Context: an optimization exercise on an open-source flow, tuned for a short achievable clock period and few clock cycles. The choices shown serve that exercise and are no tape-out recipe. Only simulation tests tie the RTL to the original design; equivalence was not proved. No activity file was given, so power comes from the tool's default toggle rates.

==> flow/design.v, too long to show whole: its modules and the start of the top module <==
// module tile_engine: 1046 lines
module tile_engine (
    input  wire        clk,
    input  wire        rst,           
    input  wire        start,
    input  wire        start_mode,    
    input  wire [12:0] start_entry,   
    input  wire [31:0] start_arg1,
    input  wire [31:0] start_arg2,
    output wire        imem_req,
    output wire [12:0] imem_addr,
    input  wire [31:0] imem_rdata,
    output reg         dmem_req,
    output reg         dmem_we,
    output reg  [3:0]  dmem_be,
    output reg  [12:0] dmem_addr,
    output reg  [31:0] dmem_wdata,
    input  wire [31:0] dmem_rdata,
    output wire [2:0]  state,
    output wire [3:0]  cause,
    output wire [14:0] pc_out
);
  // ...
==> flow/flow/run.sh <==
#!/bin/bash
# The standard layout (the standard.sh: ORFS synthesis to final), with
# ORFS's timing repair asked for a setup margin, so that it improves paths
# that already meet the design's clock period. The SDC is left as it is.
set -uo pipefail
MARGIN=${SETUP_MARGIN_NS:-16}
bash standard.sh SETUP_SLACK_MARGIN=$MARGIN finish > standard_flow.log 2>&1
status=$?
tail -20 standard_flow.log
exit $status
==> flow/standard.sh <==
#!/bin/bash
# synth_recipe.tcl (not shown) runs the flow's synth.tcl, then flattens the netlist and writes it again
# the make line also repeats each setting of config.mk as NAME=value (left out here)
make -C /OpenROAD-flow-scripts/flow DESIGN_CONFIG=/design/flow/config.mk WORK_HOME=/design/flow/orfs CLKGATE_MAP_FILE= SYNTH_SCRIPT=/design/flow/synth_recipe.tcl "${@:-finish}"
==> flow/config.mk <==
export PLATFORM = sky130hd
export DESIGN_NAME = tile_engine
export DESIGN_NICKNAME = tile_engine
export VERILOG_FILES = /design/flow/design.v
export SDC_FILE = /design/flow/constraint.sdc
export NUM_CORES = 4
export LEC_CHECK = 0
export ABC_CLOCK_PERIOD_IN_PS = 5000
export CAP_MARGIN = 20
export CORE_MARGIN = 2
export CORE_UTILIZATION = 30
export PLACE_DENSITY = 0.5
export SLEW_MARGIN = 20
==> flow/constraint.sdc <==
create_clock -name core_clock -period 22.0 [get_ports {clk}]
set_input_delay 4.4000 -clock core_clock [delete_from_list [all_inputs] [get_ports {clk}]]
set_output_delay 4.4000 -clock core_clock [all_outputs]
set_load 0.01 [all_outputs]
==> summary.md, run 1 <==
| Metric | Value |
|---|---|
| Reg clk slew, reported paths | `approximately 0.060 ns` |
| Flop2flop setup slack | `15.44 ns` |
| Non-clock buffer share | `between 8 and 9%` |
| Top post-synthesis cells by count | `nor2_1 (1,506), nand2_1 (1,435), inv_1 (1,391)` |
| Pwr dens | `about 52 nW/um2` |
| Hold Slack | `0.3299 ns` |
| Nets | `roughly 20,000` |
| RSZ-0062 raised after global routing | `yes` |
| Top cell by count, worst path | `and2_4` |
| Reg2Reg Depth | `25` |
| GR peak layer | `met2` |
| Clock Sinks | `1,659` |
| VDD IR max | `~59 uV` |
| Drt via density | `approximately 6.2` |
| Vias | `153,100` |
| Clock root cell | `clkbuf_16` |
| Finish-stage setup viols | `0` |
| Share of the synthesized area in the top cell type | `between 10% and 20%` |
| Fillcell total | `between 50,000 and 60,000` |
| Simple-gate share of the synthesized area | `17.09%` |
| Status | `complete, no violations` |
| Largest net degree at the start of global routing | `161` |
| DP Area | `around 160,000 um2` |
| Num CTS Buffers | `200` |
| Main area contributors after synthesis | `edfxtp_1 (16%), fa_1 (15%), dfxtp_1 (11%)` |
| Distinct cells, synth | `about 100` |
| Worst Min Path Start | `m1_v` |
| Max-slew violations | `0` |
| Post-Syn Instances | `between 15,000 and 20,000` |
Testbench counts, summed over its fixed seeds: cycles 68,779.
==> inputs of run 2 (changes only) <==
--- a/flow/config.mk
+++ b/flow/config.mk
@@ -11,3 +11,2 @@
 export CORE_UTILIZATION = 30
-export PLACE_DENSITY = 0.5
 export SLEW_MARGIN = 20
==> run 2 against run 1 <==
Still clean. Clock power about the same. Non-clock buffer count fell by 95. Final area fell by 1.6%. Final cell count down 0.48%. Worst hold slack lost 0.0044 ns. Core utilization shrank 0.58 points. Synthesized cell count unchanged.
==> summary.md, run 2 <==
| Metric | Value |
|---|---|
| Fmax | `around 150 MHz` |
| Slew HR | `a little under a tenth` |
| GRT Total Usage | `31.54%` |
| Synth Cell Area | `around 150,000 um2` |
| Number of flip-flops in the largest register | `480` |
| Initial DRC Count | `24,810` |
| Num CTS Buffers | `202 (+1.0%)` |
| Finish-stage setup viols | `0 (unchanged)` |
| Detail Route Antenna Nets | `0` |
| Distinct cells, synth | `103 (unchanged)` |
| CP Capture Type | `flip-flop` |
| TritonCTS clock tree | `built` |
| Ys async rst share | `0%` |
| Clock Latency Late Sink | `around 1.0 ns` |
| Area leader, netlist | `edfxtp_1` |
| Area Growth Syn to Fin | `18.43%` |
| Cell with the most instances after synthesis | `nor2_1` |
| Setup TNS Final | `0 ns` |
| Nets | `19,540 (-0.45%)` |
| Pwr dens | `51.83 nW/um2 (+0.22%)` |
| DR pass1 iterations | `11` |
| RSZ-0062 raised after global routing | `yes` |
| CP max FO | `6` |
| Top post-synthesis cells by count | `nor2_1 (1,506), nand2_1 (1,435), inv_1 (1,391)` |
| DIE AREA | `between 500,000 and 600,000 um2` |
| Maximum clock insertion buffer count | `4` |
| Crit start category | `primary input` |
| Gpl congestion | `about 1.0` |
| Met2 Use GR | `45.09%` |
| Flop2flop setup slack | `15.55 ns (+0.11 ns)` |
| Grt met3 use | `a little over a tenth` |
| Fillcell total | `51,190 (-0.48%)` |
| Commonest non-fill, non-tap cell in the layout | `nor2_1` |
| Core ar. | `approximately 500,000 um2` |
| Worst Tran Pin Value | `around 1.4 ns` |
| Number of flops mapped to enable cells by yosys | `~790` |
| Count of input and output buffers | `230` |
| Final Cycle Share | `just under 30%` |
| Cells on Worst Hold Path | `0` |
| Min Tclk post-route | `approximately 6.5 ns` |
| Met1 usage | `39.70%` |
| Post-synth top flop | `dfxtp_1` |
| Worst setup endpoint | `pc_o[4]` |
| Most frequent cells in the layout | `nor2_1 (1,453), nand2_1 (1,380), inv_1 (1,353)` |
| Clock root cell | `clkbuf_16` |
| Post-DP HPWL | `approximately 570,000 um` |
| Critical path class | `primary input to flip-flop` |
| Final hold viol count | `0` |
| Drt total wl | `around 840,000 um` |
| Remaining DRCs | `0` |
| Max-slew violations | `0 (unchanged)` |
| Htree depth | `4` |
| Critical Path AT | `about 7.3 ns` |
| Clk_skew | `around 0.12 ns` |
| Initial core utilization | `30.08%` |
| VDD IR max | `58.81 uV (-0.71%)` |
| Largest register by flop count | `regs` |
| Share of the synthesized area in the top cell type | `15.69% (unchanged)` |
| IO Pins | `232` |
| WL per Instance | `around 34 um` |
| Hold Path Class | `flip-flop to flip-flop` |
| Vias | `151,700 (-0.91%)` |
| Regs by FF count | `regs: 480 flops, ms_r: 64 flops, mc_r: 55 flops` |
| Max_cap viols | `0` |
| Vias in the first global route | `roughly 140k` |
| Final Core Density | `35.63%` |
| GRT Residual Overflow | `0` |
| Die Height | `715.3 um` |
| Share of layout cells above drive strength 1 | `between 10% and 20%` |
| GR peak layer | `met2` |
| Largest net degree at the start of global routing | `147 (-8.7%)` |
| Reg clk slew, reported paths | `0.06 ns (about the same)` |
| CP required | `between 20 and 25 ns` |
| Antenna violations before repair | `99` |
| Drt via density | `6.196 (-0.44%)` |
| CTS Hold Buffers Added | `0` |
| Die Span X | `between 700 and 800 um` |
| Sequential area share after synthesis | `between 20% and 30%` |
| RR Startpoint | `ex_sa[9]` |
| Main area contributors after synthesis | `edfxtp_1 (16%), fa_1 (15%), dfxtp_1 (11%)` |
| Status | `complete, no violations` |
| Mean area per synthesized cell | `~8.7 um2` |
| Global-route wire length before repair | `roughly 1,200,000 um` |
| Synth Net Count | `roughly 19,000` |
| P_leak | `~71 nW` |
| FF-to-FF End | `f_in_c[10]` |
| Clock Sinks | `1,659 (unchanged)` |
| Reg2Reg Depth | `37 (+48%)` |
| Synth Register Bits | `around 1,700` |
| Ys Warns | `2` |
| CP Launch Point | `imem_rdata[18]` |
| # rows | `roughly 260` |
| Post-Syn Instances | `17,430 (unchanged)` |
-- run 2: cell counts after synthesis --
No cell type changed its count.
-- run 2: final cells by class --
class                      instances  area, um2  share of cell area, %
multi-input combinational      12920     104200                  57.95
sequential                      1659      41180                  22.91
timing repair buffer            1360      13430                  7.471
tap                             6706       8391                  4.668
clock buffer                     282       5881                  3.271
inverter                        1411       5533                  3.078
clock inverter                    90       1006                 0.5596
antenna                           53      132.6                0.07378
timing repair inverter             4      40.04                0.02227
-- run 2: how the worst min path moves through the flow --
stage | from | end | slack (ns)
global route | l1_o[0] | l2_o[0] | 0.33
floorplan | l1_k[0] | l2_k[0] | 0.31
CTS | l1_o[0] | l2_o[0] | 0.33
global placement | l1_o[0] | l2_o[0] | 0.32
finish | l1_o[0] | l2_o[0] | 0.33
detailed placement | l1_o[0] | l2_o[0] | 0.32
-- run 2: what timing repair did --
action / 4_1_cts / 5_1_grt
gates cloned: 27 / 15
setup endpoints to repair: 1138 / 718
gates resized for setup: 925 / 544
pin swaps: 141 / 227
setup buffers: 351 / 162
-- run 2: kinds of logic after synthesis --
kind of cell               after synthesis  synth area share (%)
xor gates and xnor gates               543                 3.133
AOI/OAI and AO/OA                     4517                 20.28
other                                    1              0.002471
DFF                                   1659                 27.11
and+or+nand+nor                       5416                 17.09
buffers and inverters                 2864                 7.218
adders and majority gates             1841                 20.87
muxes                                  589                 4.289
-- run 2: stage by stage --
| step | total power, mW | cell area, um2 | hold slack [ns] | std cells | setup WS [ns] |
|---|---|---|---|---|---|
| after detailed placement | 5.439 | 162700 | 0.3151 | 23500 | 12.73 |
| after global placement | 5.437 | 162600 | 0.3167 | 23500 | 12.82 |
| final | 9.317 | 179800 | 0.3255 | 24480 | 15.48 |
| after CTS | 9.148 | 175700 | 0.3288 | 24250 | 15.56 |
| after floorplan | 4.669 | 152700 | 0.3096 | 17430 | 15.05 |
| after global routing | 9.546 | 179600 | 0.3340 | 24440 | 15.44 |
-- run 2: where the power goes --
group          internal (mW)  total (mW)  leakage [nW]  switching (mW)
Combinational          0.782        2.16          52.9            1.38
Clock                   2.06        3.66          3.35            1.60
Sequential              3.36        3.50          15.0           0.146
-- run 2: metal layers --
| layer | part of all wire, % | vias up | routed length, um |
|---|---|---|---|
| met4 | 8.8 | 60 | 74290 |
| met2 | 40 | 11790 | 341100 |
| li1 | - | 61820 | - |
| met5 | 0.054 | - | 453 |
| met3 | 14 | 3120 | 114300 |
| met1 | 37 | 74910 | 312900 |
-- run 2: critical path, stage by stage --
cell	delay, ns
buf_2	0.12
mux2_4	0.32
or2_4	0.24
or4_4	0.51
nor2_4	0.11
nand4_1	0.29
a21oi_1	0.22
and2_4	0.31
inv_8	0.04
and2_4	0.16
nand2b_4	0.17
clkinvlp_4	0.12
buf_6	0.11
buf_12	0.11

-- static timing again, ports no longer ideal --
No port has a modelled driver above. Below, the same layouts with a new extraction and two added sets of constraints.
Step 1 sets driving cells, clkbuf_16 on the clock port and buf_2 on the other inputs (assumed; they add their load-dependent delay and slew).
Step 2 also shifts input and output timing later by t, the mid clock arrival at the registers, as if the neighbouring blocks saw the same clock.
Three values: ideal ports, drivers, drivers and shift; two values: the first two.
| run | t, ns | setup slack, ns | hold slack, ns |
|---|---|---|---|
| run 1 | 1.058 | 15.364 / 15.438 / 14.382 | 0.330 / 0.330 / 0.330 |
| run 2 | 1.083 | 15.481 / 15.545 / 14.463 | 0.325 / 0.325 / 0.325 |
After both steps setup and hold are still met in every run listed. The setup slack of run 2, which loses most, moves by +0.064 ns with the drivers and by -1.018 ns with both steps.
